This design comes from an exercise in tuning for a short achievable clock period and few clock cycles per item on the open sky130 flow, not from production work. In this exercise RTL edits were held to simulation tests only and were not proved equivalent to the original.

--- flow/design.v ---
module flow_hash (
    input  wire         clk,
    input  wire         rst,
    input  wire [63:0]  hash_key0,
    input  wire [63:0]  hash_key1,
    input  wire [4:0]   bucket_bits,
    input  wire         in_valid,
    output wire         in_ready,
    input  wire         in_ipv6,
    input  wire         in_sym,
    input  wire [7:0]   in_proto,
    input  wire [15:0]  in_zone,
    input  wire [15:0]  in_sport,
    input  wire [15:0]  in_dport,
    input  wire [127:0] in_saddr,
    input  wire [127:0] in_daddr,
    output wire         out_valid,
    input  wire         out_ready,
    output wire [63:0]  out_hash,
    output wire [3:0]   out_shard,
    output wire [21:0]  out_bucket,
    output wire [15:0]  out_group,
    output wire         out_key_swap
);
    localparam [1:0] S_IDLE  = 2'd0;
    localparam [1:0] S_COMP  = 2'd1;
    localparam [1:0] S_FINAL = 2'd2;
    localparam [1:0] S_DONE  = 2'd3;
    reg  [1:0]   state;
    reg  [63:0]  v0, v1, v2, v3;
    reg  [63:0]  msg [0:4];       
    reg  [2:0]   nblk;            
    reg  [2:0]   blk;             
    reg  [1:0]   rnd;             
    reg          key_swap;
    wire [127:0] sa = in_ipv6 ? in_saddr : {96'd0, in_saddr[31:0]};
    wire [127:0] da = in_ipv6 ? in_daddr : {96'd0, in_daddr[31:0]};
    wire src_gt = (sa > da) || ((sa == da) && (in_sport > in_dport));
    wire swap   = in_sym && src_gt;
    wire [127:0] ka = swap ? da : sa;
    wire [127:0] kb = swap ? sa : da;
    wire [15:0]  kp_s = swap ? in_dport : in_sport;
    wire [15:0]  kp_d = swap ? in_sport : in_dport;
    wire [63:0] key_w0 = {in_ipv6 ? 8'h06 : 8'h04, in_proto, in_zone, kp_s, kp_d};
    wire [63:0] m0_new, m1_new, m2_new, m3_new, m4_new;
    byte_rev64 u_m0 (.d(key_w0), .q(m0_new));
    byte_rev64 u_m1 (.d(in_ipv6 ? ka[127:64] : {ka[31:0], kb[31:0]}), .q(m1_new));
    byte_rev64 u_m2 (.d(ka[63:0]),   .q(m2_new));
    byte_rev64 u_m3 (.d(kb[127:64]), .q(m3_new));
    byte_rev64 u_m4 (.d(kb[63:0]),   .q(m4_new));
    wire [7:0]  key_len = (nblk == 3'd5) ? 8'd40 : 8'd16;
    wire [63:0] m_cur   = (blk == nblk) ? {key_len, 56'd0} : msg[blk];
    reg  [63:0] r_v2, r_v3;
    always @(*) begin
        r_v2 = v2;
        r_v3 = v3;
        if (state == S_COMP && rnd == 2'd0)
            r_v3 = v3 ^ m_cur;
        if (state == S_FINAL && rnd == 2'd0)
            r_v2 = v2 ^ 64'hff;
    end
    wire [63:0] n0, n1, n2, n3;
    sip_round u_round (
        .v0_i(v0), .v1_i(v1), .v2_i(r_v2), .v3_i(r_v3),
        .v0_o(n0), .v1_o(n1), .v2_o(n2), .v3_o(n3)
    );
    assign in_ready = (state == S_IDLE);
    wire   accept   = in_valid && in_ready;
    always @(posedge clk) begin
        if (rst) begin
            state <= S_IDLE;
        end else begin
            case (state)
            S_IDLE: begin
                if (accept) begin
                    v0 <= hash_key0 ^ 64'h736f6d6570736575;
                    v1 <= hash_key1 ^ 64'h646f72616e646f6d;
                    v2 <= hash_key0 ^ 64'h6c7967656e657261;
                    v3 <= hash_key1 ^ 64'h7465646279746573;
                    msg[0] <= m0_new;
                    msg[1] <= m1_new;
                    msg[2] <= m2_new;
                    msg[3] <= m3_new;
                    msg[4] <= m4_new;
                    nblk <= in_ipv6 ? 3'd5 : 3'd2;
                    key_swap <= swap;
                    blk <= 3'd0;
                    rnd <= 2'd0;
                    state <= S_COMP;
                end
            end
            S_COMP: begin
                v1 <= n1;
                v2 <= n2;
                v3 <= n3;
                if (rnd == 2'd0) begin
                    v0  <= n0;
                    rnd <= 2'd1;
                end else begin
                    v0  <= n0 ^ m_cur;
                    rnd <= 2'd0;
                    if (blk == nblk)
                        state <= S_FINAL;
                    else
                        blk <= blk + 3'd1;
                end
            end
            S_FINAL: begin
                v0 <= n0;
                v1 <= n1;
                v2 <= n2;
                v3 <= n3;
                rnd <= rnd + 2'd1;
                if (rnd == 2'd3)
                    state <= S_DONE;
            end
            S_DONE: begin
                if (out_ready)
                    state <= S_IDLE;
            end
            endcase
        end
    end
    wire [21:0] bucket_mask = (bucket_bits >= 5'd22) ? 22'h3fffff
                                                     : ((22'd1 << bucket_bits) - 22'd1);
    assign out_valid    = (state == S_DONE);
    assign out_hash     = v0 ^ v1 ^ v2 ^ v3;
    assign out_shard    = out_hash[63:60];
    assign out_bucket   = out_hash[21:0] & bucket_mask;
    assign out_group    = out_bucket[15:0];
    assign out_key_swap = key_swap;
endmodule
module sip_round (
    input  wire [63:0] v0_i,
    input  wire [63:0] v1_i,
    input  wire [63:0] v2_i,
    input  wire [63:0] v3_i,
    output wire [63:0] v0_o,
    output wire [63:0] v1_o,
    output wire [63:0] v2_o,
    output wire [63:0] v3_o
);
    wire [63:0] a0 = v0_i + v1_i;
    wire [63:0] a1 = {v1_i[50:0], v1_i[63:51]} ^ a0;       
    wire [63:0] a0r = {a0[31:0], a0[63:32]};                
    wire [63:0] a2 = v2_i + v3_i;
    wire [63:0] a3 = {v3_i[47:0], v3_i[63:48]} ^ a2;        
    wire [63:0] b0 = a0r + a3;
    wire [63:0] b3 = {a3[42:0], a3[63:43]} ^ b0;            
    wire [63:0] b2 = a2 + a1;
    wire [63:0] b1 = {a1[46:0], a1[63:47]} ^ b2;            
    assign v0_o = b0;
    assign v1_o = b1;
    assign v2_o = {b2[31:0], b2[63:32]};                   
    assign v3_o = b3;
endmodule
module byte_rev64 (
    input  wire [63:0] d,
    output wire [63:0] q
);
    assign q = {d[7:0], d[15:8], d[23:16], d[31:24],
                d[39:32], d[47:40], d[55:48], d[63:56]};
endmodule
--- flow/run.sh ---
#!/bin/bash
# synth_recipe.tcl (not shown) runs the flow's synth.tcl, then flattens the netlist and writes it again
# the make line also repeats each setting of config.mk as NAME=value (left out here)
make -C /OpenROAD-flow-scripts/flow DESIGN_CONFIG=/design/flow/config.mk WORK_HOME=/design/flow/orfs CLKGATE_MAP_FILE= SYNTH_SCRIPT=/design/flow/synth_recipe.tcl finish
--- flow/config.mk ---
export PLATFORM = sky130hd
export DESIGN_NAME = flow_hash
export DESIGN_NICKNAME = flow_hash
export VERILOG_FILES = /design/flow/design.v
export SDC_FILE = /design/flow/constraint.sdc
export NUM_CORES = 4
export LEC_CHECK = 0
export CAP_MARGIN = 20
export CORE_MARGIN = 2
export CORE_UTILIZATION = 40
export SLEW_MARGIN = 20
--- flow/constraint.sdc ---
create_clock -name core_clock -period 15.0 [get_ports {clk}]
set_input_delay 3.0000 -clock core_clock [delete_from_list [all_inputs] [get_ports {clk}]]
set_output_delay 3.0000 -clock core_clock [all_outputs]
set_load 0.01 [all_outputs]
==> results of run 1 <==
-- metrics by stage --
stage / hold slack, ps / cells / util
floorplan: 505 / 5363 / -
global placement: 533 / 7344 / 0.460
detailed placement: 553 / 7345 / 0.461
CTS: 569 / 7476 / 0.479
global route: 589 / 7479 / 0.479
finish: 571 / 7487 / 0.480
-- worst max-delay path by stage --
stage | end | slack, ps | cells past startpoint
finish | v3[52] | 3460 | 30
floorplan | v1[0] | 1930 | 2
CTS | v0[60] | 4030 | 36
global route | v1[63] | 3360 | 32
detailed placement | v3[52] | 4060 | 37
global placement | v3[52] | 4120 | 37
-- sequential cells by signal, summed over array words and instances (netlist names) --
signal	count
v2	64
v0	64
v1	64
state	2
rnd	2
v3	64
msg	312
nblk	2
key_swap	1
blk	3
-- cells by family (layout without fill, tap and decap cells) --
| family | count (synthesis) | after routing | share of synthesized area |
|---|---|---|---|
| fa+ha+maj | 414 | 414 | 0.101 |
| compound gates | 1485 | 1485 | 0.190 |
| xor+xnor | 759 | 759 | 0.133 |
| mux | 341 | 341 | 0.0850 |
| other cells | 0 | 8 | 0 |
| buf+inv | 563 | 1017 | 0.0429 |
| flops | 578 | 578 | 0.336 |
| simple gates | 1223 | 1223 | 0.112 |
-- cell type report --
cell class	instances	area, sq um
fill	12100	66500
clock buffer	88	1900
clock inverter	43	445
sequential	578	17300
antenna	8	20.0
inverter	248	932
timing repair buffer	638	6240
tap	1662	2080
multi-input combinational	4222	32300
-- routing by layer --
| metal | up-vias | part of all wire | global-route usage |
|---|---|---|---|
| met5 | - | 0.00060 | 0 |
| met3 | 680 | 0.10 | 0.0829 |
| met2 | 3344 | 0.43 | 0.659 |
| met4 | 24 | 0.084 | 0.307 |
| li1 | 20500 | - | - |
| met1 | 23800 | 0.38 | 0.552 |
-- placed cells by master, fill, tap and decap left out, types with 64 or more instances in the layout --
cell type	netlist	final
sky130_fd_sc_hd__mux4_2	64	64
sky130_fd_sc_hd__buf_4	20	71
sky130_fd_sc_hd__nand4_1	96	96
sky130_fd_sc_hd__inv_1	246	246
sky130_fd_sc_hd__nand2_1	451	451
sky130_fd_sc_hd__ha_1	410	406
sky130_fd_sc_hd__nor2b_1	105	103
sky130_fd_sc_hd__a22oi_1	125	125
sky130_fd_sc_hd__nand3_1	84	84
sky130_fd_sc_hd__edfxtp_1	576	576
sky130_fd_sc_hd__xnor2_1	483	467
sky130_fd_sc_hd__a21oi_1	429	428
sky130_fd_sc_hd__clkdlybuf4s50_1	0	558
sky130_fd_sc_hd__a21o_1	253	253
sky130_fd_sc_hd__mux2i_1	139	139
sky130_fd_sc_hd__nor2_1	267	262
sky130_fd_sc_hd__mux2_2	138	138
sky130_fd_sc_hd__xor2_1	257	252
sky130_fd_sc_hd__o21ai_0	190	190
sky130_fd_sc_hd__o211ai_1	84	84
sky130_fd_sc_hd__clkbuf_16	0	74
-- worst max-delay path, delay by kind of cell (launching register included) --
| family | cells | cell delay (ps) |
|---|---|---|
| AO/OA/AOI/OAI | 14 | 3360 |
| XOR/XNOR | 5 | 3560 |
| adder cells (fa/ha/maj) | 3 | 1090 |
| buffers and inverters | 1 | 330 |
| flip-flops | 1 | 470 |
| multiplexers | 1 | 400 |
| AND/OR/NAND/NOR | 6 | 2020 |
==> impl_metrics.yaml, run 1 <==
route:
  detail-route-antenna-nets: 0
  avgViaCountPerCell: 6.46
  post-route-drc-count: 0
  via_count: 48400
  drt-total-wl_um: 293000
  drt_iter0_markers: 7225
  routed_wire_length_per_instance_um: 39.1
  detailedRoute.firstPassIterationCount: 6
critical_path:
  setup.reg_to_reg.worst_slack_ps: 3460
  cp_slowest_cell: "sky130_fd_sc_hd__xor2_1"
  critPathCaptureType: "register"
  worst_path_max_fanout: 57
  critPathMaxStageDelay_ps: 1040
  worst-endpoint-arrival_ps: 11990
  worstSetupStartpoint: "blk[0]"
  timing.critical_path.from_type: "register"
  worst_path_required_time_ps: 15460
  worst_r2r_startpoint: "blk[0]"
  ff2ff_path_depth: 30
  critical_path_class: "reg2reg"
  crit-reg2reg-capture: "v3[52]"
synth:
  synthDominantAreaCellType: "sky130_fd_sc_hd__edfxtp_1"
  synth_largest_type_area_fraction: 0.335
  postSynth.asyncResetShare: 0
  synth-edff-count: 576
  ys_seq_area_frac: 0.336
  synth.cell_area_sq_um: 51600
  dominantRegCellSynth: "sky130_fd_sc_hd__edfxtp_1"
  yosys-top-cells-count: "576 x sky130_fd_sc_hd__edfxtp_1, 483 x sky130_fd_sc_hd__xnor2_1, 451 x sky130_fd_sc_hd__nand2_1, 429 x sky130_fd_sc_hd__a21oi_1, 410 x sky130_fd_sc_hd__ha_1"
  synth.yosys.warnings: 2
  synth-seq-cells: 578
  post_synth_main_area_contributors: "sky130_fd_sc_hd__edfxtp_1 33%, sky130_fd_sc_hd__ha_1 9.9%, sky130_fd_sc_hd__xnor2_1 8.2%"
  post_synth_num_cell_types: 97
  syn-instance-count: 5363
  synth.net_count: 6228
  avgSynthCellArea_sq_um: 9.63
  synth_most_common_cell: "sky130_fd_sc_hd__edfxtp_1"
min_path:
  worst_hold_path_type: "reg2reg"
  worst_hold_startpoint: "state[1]"
  holdPathStages: 2
  holdPathEnd: "state[1]"
sta:
  timing.fmax_mhz: 86.7
  slew_viol_final: 0
  hold_violations: 0
  rsz0062_at_grt: "no"
  max-slew-margin-rel: 0.0949
  skew_ps: 40.1
  finalSetupViolations: 0
  layout_worst_path_cycle_share: 0.769
  final_period_minus_worst_setup_slack_ps: 11540
  max_slew.worst_pin.slew_ps: 1350
  setup_slack_ps: 3460
  setup_tns_ps: 0
clocking:
  cts_buffers: 73
  clock_pin_slew_of_the_registers_on_the_worst_case_setup_and_hold_paths_ps: 60
  numClockSinks: 578
  postCtsHoldBufs: 0
  cts_repair_resize_count: 0
  cts_max_path_buffers: 3
  clock-root-buffer: "sky130_fd_sc_hd__clkbuf_16"
  htree_num_levels: 3
  tritoncts: "done"
  post_cts.repair.setup_buffers: 0
  clock_insertion_delay_worst_skew_ps: 710
global_route:
  initial_antenna_violation_count: 24
  overflow: 0
  grt_start_max_net_pins: 163
  first_global_vias: 45200
  grt_pass1_wl_um: 388000
  grt.total_usage: 0.433
floorplanning:
  ioPinCount: 560
  fp.dieArea_sq_um: 132000
  start_util: 0.404
  num_rows: 131
  placeableCoreArea_sq_um: 128000
  height_of_the_chip_um: 363
  die_w_um: 363
final_layout:
  nets: 6626
  design_area_sq_um: 61300
  drive_gt1_frac: 0.0830
  layout-area-overhead-vs-synth_pct: 18.7
placed_design:
  numPortBuffers: 559
  gpl.final_weighted_congestion: 1.11
  placement.cell_area_sq_um: 58900
  place_hpwl_um: 248000
  post-place-ws_ps: 4060
status:
  status: "no timing/DRC/antenna violations"
flow_run:
  drv.max_cap_violation_count: 0
Testbench counts, summed over its fixed seeds: cycles 43,992, items 3,200.
==> run 2, diff against run 1 <==
==> flow/flow/run.sh (new file) <==
#!/bin/bash
# Own layout flow: the standard layout (standard.sh), except that Yosys's
# ABC technology mapping uses a delay-oriented script (strash; dch; map) in
# place of ORFS's abc_speed.script, whose &nf area recovery turns the 64-bit
# adders into long ripple chains. Everything else (synthesis passes, register
# names, floorplan, power grid, placement, CTS, routing) is the standard flow.
set -euo pipefail
work="$PWD"
rm -rf "$work/scripts_abc"
cp -r "$FLOW_HOME/scripts" "$work/scripts_abc"
cp "$work/flow/abc_fast.script" "$work/scripts_abc/abc_speed.script"
# synthesis with the modified ABC script, then the rest of the standard flow
bash standard.sh SCRIPTS_DIR="$work/scripts_abc" synth > "$work/synth_make.log" 2>&1
bash standard.sh finish > "$work/layout_make.log" 2>&1
==> flow/flow/abc_fast.script (new file) <==
strash
dch
map
topo
buffer -c
upsize -c
dnsize -c
==> flow/standard.sh (new file) <==
#!/bin/bash
# synth_recipe.tcl (not shown) runs the flow's synth.tcl, then flattens the netlist and writes it again
# the make line also repeats each setting of config.mk as NAME=value (left out here)
make -C /OpenROAD-flow-scripts/flow DESIGN_CONFIG=/design/flow/config.mk WORK_HOME=/design/flow/orfs CLKGATE_MAP_FILE= SYNTH_SCRIPT=/design/flow/synth_recipe.tcl "${@:-finish}"
--- a/flow/config.mk
+++ b/flow/config.mk
@@ -6,6 +6,7 @@
 export NUM_CORES = 4
 export LEC_CHECK = 0
-export CAP_MARGIN = 20
+export CAP_MARGIN = 0
 export CORE_MARGIN = 2
 export CORE_UTILIZATION = 40
-export SLEW_MARGIN = 20
+export SETUP_SLACK_MARGIN = 5
+export SLEW_MARGIN = 0
removed: flow/run.sh
==> run 2 against run 1 <==
Effect of this change:
- the layout now fails its checks (capacitance limit, slew limit)
- count of clock-buffer cells in the layout is 6 lower
- global-route usage grew 8.8 points
- sequential share of layout area fell by 1.8 points
- fmax up 12%
- first-iteration DRC count rose by 72%
- critical path depth down 2
- via count rose by 33%
- final cell count increased by 31%
- die area rose by 6.4%
==> impl_metrics.yaml, run 2 <==
sta:
  holdWs_ps: 559
  rsz0062_at_grt: "no"
  hold_violations: 0
  setup_tns_ps: 0
  timing.fmax_mhz: 97.1
  slew_viol_final: 10
  finalSetupViolations: 0
  max_slew.worst_pin.slew_ps: 1590
  skew_ps: 38.0
  layout_worst_path_cycle_share: 0.686
  final_period_minus_worst_setup_slack_ps: 10290
  max-slew-margin-rel: -0.0647
placed_design:
  numPortBuffers: 559
  place_hpwl_um: 321000
  gpl.final_weighted_congestion: 1.21
floorplanning:
  ioPinCount: 560
  height_of_the_chip_um: 375
  fp.dieArea_sq_um: 140000
  start_util: 0.401
  placeableCoreArea_sq_um: 137000
  die_w_um: 375
  num_rows: 136
global_route:
  grt.total_usage: 0.521
  grt_pass1_wl_um: 495000
  first_global_vias: 58500
  grt_start_max_net_pins: 197
  overflow: 0
  initial_antenna_violation_count: 56
synth:
  synth.net_count: 8337
  ys_seq_area_frac: 0.315
  synth.cell_area_sq_um: 55000
  synth-seq-cells: 578
  synth-edff-count: 576
  synth_largest_type_area_fraction: 0.315
  postSynth.asyncResetShare: 0
  post_synth_main_area_contributors: "sky130_fd_sc_hd__edfxtp_1 31%, sky130_fd_sc_hd__nand2_1 9.8%, sky130_fd_sc_hd__ha_1 9.3%"
  post_synth_num_cell_types: 91
  synthAdderAreaFrac: 0.0947
  mux_share_of_post_synthesis_cell_area: 0.000546
  avgSynthCellArea_sq_um: 7.36
  synth.yosys.warnings: 2
  synth_top_family_by_area: "simple AND/OR/NAND/NOR gates"
  synth_compound_gate_area_share: 0.211
  syn-instance-count: 7472
  synth_most_common_cell: "sky130_fd_sc_hd__nand2_1"
  dominantRegCellSynth: "sky130_fd_sc_hd__edfxtp_1"
  synth_simple_gate_area_share: 0.226
  yosys-top-cells-count: "1430 x sky130_fd_sc_hd__nand2_1, 827 x sky130_fd_sc_hd__inv_1, 820 x sky130_fd_sc_hd__nor2_1, 736 x sky130_fd_sc_hd__a21oi_1, 576 x sky130_fd_sc_hd__edfxtp_1"
  synthXorXnorAreaFrac: 0.0756
  synthDominantAreaCellType: "sky130_fd_sc_hd__edfxtp_1"
critical_path:
  worst_path_max_fanout: 17
  cp_slowest_cell: "sky130_fd_sc_hd__o211ai_1"
  critPathCaptureType: "register"
  critPathMaxStageDelay_ps: 1110
  timing.critical_path.from_type: "register"
  worst_path_required_time_ps: 15370
  critical_path_class: "reg2reg"
  cpLargestDelayFamily: "compound AO/OA/AOI/OAI gates"
  worst-endpoint-arrival_ps: 10670
  combined_buffer_and_inverter_count_along_the_critical_path: 4
min_path:
  worst_hold_path_type: "reg2reg"
route:
  post-route-drc-count: 0
  routed_wire_length_per_instance_um: 38.8
  detail-route-antenna-nets: 0
  drt-total-wl_um: 381000
  detailedRoute.firstPassIterationCount: 9
  via_count: 64500
  drt_iter0_markers: 12400
  avgViaCountPerCell: 6.56
final_layout:
  seqCellArea_sq_um: 17300
  drive_gt1_frac: 0.0508
  filler_cell_count: 13500
  most-common-layout-cells: "1430 x sky130_fd_sc_hd__nand2_1, 823 x sky130_fd_sc_hd__inv_1, 811 x sky130_fd_sc_hd__nor2_1"
  layout_commonest_cell: "sky130_fd_sc_hd__nand2_1"
  multiInputGateArea_sq_um: 33900
  regMostFlops: "msg"
  number_of_flip_flops_in_the_largest_register: 312
  nets: 8814
  layout-area-overhead-vs-synth_pct: 19.0
clocking:
  numClockSinks: 578
  postCtsHoldBufs: 0
  cts_buffers: 73
  clock_pin_slew_of_the_registers_on_the_worst_case_setup_and_hold_paths_ps: 70
  htree_num_levels: 3
  cts_max_path_buffers: 3
  clock_insertion_delay_worst_skew_ps: 710
  clock-root-buffer: "sky130_fd_sc_hd__clkbuf_16"
  tritoncts: "done"
  post_cts.repair.setup_buffers: 0
flow_run:
  drv.max_cap_violation_count: 4
status:
  violations: "capacitance limit, slew limit"
  status: "complete, but fails checks"
[run 2: cell type report]
cell class | count | share of cell area
diodes | 38 | 0.00145
clock buffers | 82 | 0.0288
clock inverters | 52 | 0.00757
inverters | 831 | 0.0478
multi-input cells | 5813 | 0.518
flip-flops and latches | 578 | 0.265
well taps | 1794 | 0.0343
repair buffers | 652 | 0.0973
[run 2: logic make-up (layout without fill, tap and decap cells)]
group	after synthesis	after routing
buffers and inverters	1084	1617
AND/OR/NAND/NOR	2963	2966
multiplexers	3	3
XOR/XNOR	458	458
other	0	38
AO/OA/AOI/OAI	1972	1972
adder cells (fa/ha/maj)	414	414
flip-flops	578	578
[run 2: final timing paths]
kind / startpoint / end / slack [ps] / depth (start not counted)
worst min-delay path: state[0] / state[0] / 560 / 2
worst max register to register: rnd[0] / v0[59] / 4710 / 28
worst min register to register: state[0] / state[0] / 560 / 2
worst max-delay path: rnd[0] / v0[59] / 4710 / 28
[run 2: worst reg2reg max path: cells and delay by family (launching register included)]
family                     cells  cell delay, ps
AOI/OAI and AO/OA             10            3600
xor gates and xnor gates       4            2120
adders and majority gates      3            1240
buffers and inverters          4            1050
DFF                            1             430
and+or+nand+nor                7            1550
[run 2: layer usage]
| layer | vias up | track usage | wire [um] | share of wire |
|---|---|---|---|---|
| met3 | 1442 | 0.174 | 52600 | 0.14 |
| met5 | - | 0.0110 | 246 | 0.00064 |
| met4 | 38 | 0.502 | 45800 | 0.12 |
| li1 | 26800 | - | - | - |
| met1 | 30300 | 0.608 | 131000 | 0.34 |
| met2 | 5938 | 0.740 | 152000 | 0.40 |
[run 2: metrics by stage]
step	instances	setup WS (ps)	area [sq um]	util
3_3_place_gp	9663	4610	62600	0.457
2_1_floorplan	7472	6120	55000	-
6_report	9840	4710	65400	0.478
5_1_grt	9809	4990	65300	0.477
4_1_cts	9798	4960	65000	0.474
3_5_place_dp	9664	4470	62600	0.457
[run 2: what timing repair did]
action | in CTS | in global routing
gates cloned | 0 | 3
pin swaps | 0 | 3
resized for setup | 3 | 60
setup endpoints to repair | 12 | 134
==> run 3, diff against run 2 <==
--- a/flow/config.mk
+++ b/flow/config.mk
@@ -6,7 +6,7 @@
 export NUM_CORES = 4
 export LEC_CHECK = 0
-export CAP_MARGIN = 0
+export CAP_MARGIN = 20
 export CORE_MARGIN = 2
 export CORE_UTILIZATION = 40
 export SETUP_SLACK_MARGIN = 5
-export SLEW_MARGIN = 0
+export SLEW_MARGIN = 20
==> run 3 against run 2 <==
Effect of this change:
- synthesized area did not move
- sequential share of layout area is essentially flat
- the run now finishes clean
- clock skew grew 9.1 ps
- final area decreased by 0.14%
- die area stayed put
- fmax grew 0.51%
- count of clock-buffer cells in the layout fell by 4
- non-clock buffer count grew 3
- final cell count about the same
==> impl_metrics.yaml, run 3 <==
sta:
  max-slew-margin-rel: 0.0757
  hold_violations: 0
  setup_tns_ps: 0
  final_period_minus_worst_setup_slack_ps: 10240
  finalSetupViolations: 0
  slew_viol_final: 0
  skew_ps: 47.0
  layout_worst_path_cycle_share: 0.683
  max_slew.worst_pin.slew_ps: 1380
  rsz0062_at_grt: "no"
  timing.fmax_mhz: 97.6
global_route:
  grt_start_max_net_pins: 197
  grt_pass1_wl_um: 496000
  overflow: 0
  initial_antenna_violation_count: 61
  grt.total_usage: 0.521
  first_global_vias: 58900
placed_design:
  place_hpwl_um: 321000
  numPortBuffers: 559
  placed_cells: 9664
  gpl.final_weighted_congestion: 1.21
  placement.cell_area_sq_um: 62600
critical_path:
  critical_path_class: "reg2reg"
  worst_path_max_fanout: 24
  worst-endpoint-arrival_ps: 10640
  timing.critical_path.from_type: "register"
  critPathMaxStageDelay_ps: 880
  worst_r2r_startpoint: "blk[2]"
  critPathMostFrequentCell: "sky130_fd_sc_hd__xor2_1"
  critPathCaptureType: "register"
  cp_slowest_cell: "sky130_fd_sc_hd__xor2_1"
  worst_path_required_time_ps: 15400
  worstSetupStartpoint: "blk[2]"
  ff2ff_path_depth: 27
final_layout:
  instances_no_fill: 9832
  most-common-layout-cells: "1430 x sky130_fd_sc_hd__nand2_1, 823 x sky130_fd_sc_hd__inv_1, 813 x sky130_fd_sc_hd__nor2_1"
  drive_gt1_frac: 0.0510
  design_area_sq_um: 65300
  layout-area-overhead-vs-synth_pct: 18.8
  nets: 8815
  regMostFlops: "msg"
  post_route_utilization: 0.477
  layout_commonest_cell: "sky130_fd_sc_hd__nand2_1"
  number_of_flip_flops_in_the_largest_register: 312
synth:
  synth_most_common_cell: "sky130_fd_sc_hd__nand2_1"
  synth_largest_type_area_fraction: 0.315
  synth.net_count: 8337
  post_synth_main_area_contributors: "sky130_fd_sc_hd__edfxtp_1 31%, sky130_fd_sc_hd__nand2_1 9.8%, sky130_fd_sc_hd__ha_1 9.3%"
  synth-edff-count: 576
  postSynth.asyncResetShare: 0
  syn-instance-count: 7472
  ys_seq_area_frac: 0.315
  post_synth_num_cell_types: 91
  synth.cell_area_sq_um: 55000
  synth.yosys.warnings: 2
  synthDominantAreaCellType: "sky130_fd_sc_hd__edfxtp_1"
  avgSynthCellArea_sq_um: 7.36
  synth-seq-cells: 578
  yosys-top-cells-count: "1430 x sky130_fd_sc_hd__nand2_1, 827 x sky130_fd_sc_hd__inv_1, 820 x sky130_fd_sc_hd__nor2_1, 736 x sky130_fd_sc_hd__a21oi_1, 576 x sky130_fd_sc_hd__edfxtp_1"
  dominantRegCellSynth: "sky130_fd_sc_hd__edfxtp_1"
route:
  drt-total-wl_um: 381000
  routed_wire_length_per_instance_um: 38.7
  detailedRoute.firstPassIterationCount: 8
  avgViaCountPerCell: 6.55
  detail-route-antenna-nets: 0
  drt_iter0_markers: 11500
  post-route-drc-count: 0
  via_count: 64400
clocking:
  post_cts.repair.setup_buffers: 0
  clock_insertion_delay_worst_skew_ps: 700
  cts_buffers: 72
  htree_num_levels: 3
  postCtsHoldBufs: 0
  numClockSinks: 578
  cts_max_path_buffers: 3
  tritoncts: "done"
  clock-root-buffer: "sky130_fd_sc_hd__clkbuf_16"
  clock_pin_slew_of_the_registers_on_the_worst_case_setup_and_hold_paths_ps: 70
floorplanning:
  num_rows: 136
  placeableCoreArea_sq_um: 137000
  start_util: 0.401
  die_w_um: 375
  ioPinCount: 560
  fp.dieArea_sq_um: 140000
  height_of_the_chip_um: 375
min_path:
  worst_hold_path_type: "reg2reg"
  worst_hold_startpoint: "state[0]"
  holdPathStages: 2
status:
  status: "no timing/DRC/antenna violations"
flow_run:
  drv.max_cap_violation_count: 0
==> run 3: cell types whose count changed in the layout (fill, tap and decap cells not counted), sizes merged <==
| cell | before | now |
|---|---|---|
| nor2 | 822 | 821 |
| clkinv | 33 | 36 |
| diode | 38 | 34 |
| bufinv | 6 | 3 |
| clkbuf | 82 | 79 |
| clkinvlp | 8 | 6 |
| buf | 94 | 96 |
==> run 3: worst paths after layout <==
| check | endpoint | slack (ps) |
|---|---|---|
| min reg2reg | state[0] | 570 |
| min | state[0] | 570 |
| max | v0[59] | 4760 |
| max reg2reg | v0[59] | 4760 |
==> run 3: kinds of logic after synthesis <==
group,after synthesis,synth area share
buf+inv,1084,0.0772
flops,578,0.315
fa+ha+maj,414,0.0947
xor+xnor,458,0.0756
compound gates,1972,0.211
mux,3,0.000546
simple gates,2963,0.226
==> run 3: cell type report <==
type / instances / area (sq um)
fill: 13500 / 71600
multi-input combinational: 5812 / 33900
sequential: 578 / 17300
timing repair buffer: 655 / 6390
inverter: 831 / 3130
tap: 1794 / 2240
clock buffer: 78 / 1820
clock inverter: 50 / 404
antenna: 34 / 85.1
==> run 3: timing repair <==
action | 4_1_cts | 5_1_grt
gates cloned | 0 | 2
endpoints found under the setup margin | 8 | 136
resized for setup | 3 | 51
pin swaps | 1 | 1
==> run 3: through the flow <==
| step | hold slack, ps | setup slack (ps) |
|---|---|---|
| after floorplan | 500 | 6120 |
| after global placement | 518 | 4610 |
| final | 568 | 4760 |
| after global routing | 591 | 5000 |
| after CTS | 561 | 5040 |
| after detailed placement | 556 | 4460 |
==> run 3: per-layer routing <==
metal / track usage / up-vias / part of all wire
li1: - / 26800 / -
met1: 0.603 / 30200 / 0.34
met2: 0.741 / 5832 / 0.40
met3: 0.183 / 1464 / 0.14
met4: 0.505 / 38 / 0.12
met5: 0 / - / 0.00067
==> run 3: worst max-delay path: cells and delay by family (launching register included) <==
| kind | cells | cell delay (ps) |
|---|---|---|
| and+or+nand+nor | 7 | 1210 |
| adders and majority gates | 3 | 1670 |
| xor gates and xnor gates | 4 | 2250 |
| DFF | 1 | 620 |
| AOI/OAI and AO/OA | 10 | 3390 |
| buffers and inverters | 3 | 760 |

[what the ideal ports hide]
No port has a modelled driver above. Below, the same layouts with a new extraction and two added sets of constraints. Step 1: set_driving_cell puts a clkbuf_16 on clk and a buf_2 on each other input, an assumption about the parent block. Step 2, shift: input delay + t, output delay - t, t = (earliest + latest rising clock arrival at the registers) / 2. This alone moves slack from input paths to output paths. Slacks: ideal / step 1 / step 2; pairs: ideal / step 1.
run | t (ns) | setup slack, ns | hold WS [ns] | worst setup path after step 2 | worst register clock-pin slew, ns
run 1 | 0.776 | 3.463 / 3.463 / 3.463 | 0.571 / 0.571 / 0.571 | register to register | 0.07 / 0.07
run 2 | 0.780 | 4.706 / 4.706 / 4.676 | 0.559 / 0.559 / 0.559 | input to register | 0.07 / 0.07
run 3 | 0.772 | 4.758 / 4.758 / 4.677 | 0.568 / 0.568 / 0.568 | input to register | 0.07 / 0.07
The setup slack of run 3, which loses most, moves by 0.000 ns with the drivers and by -0.081 ns with both steps.
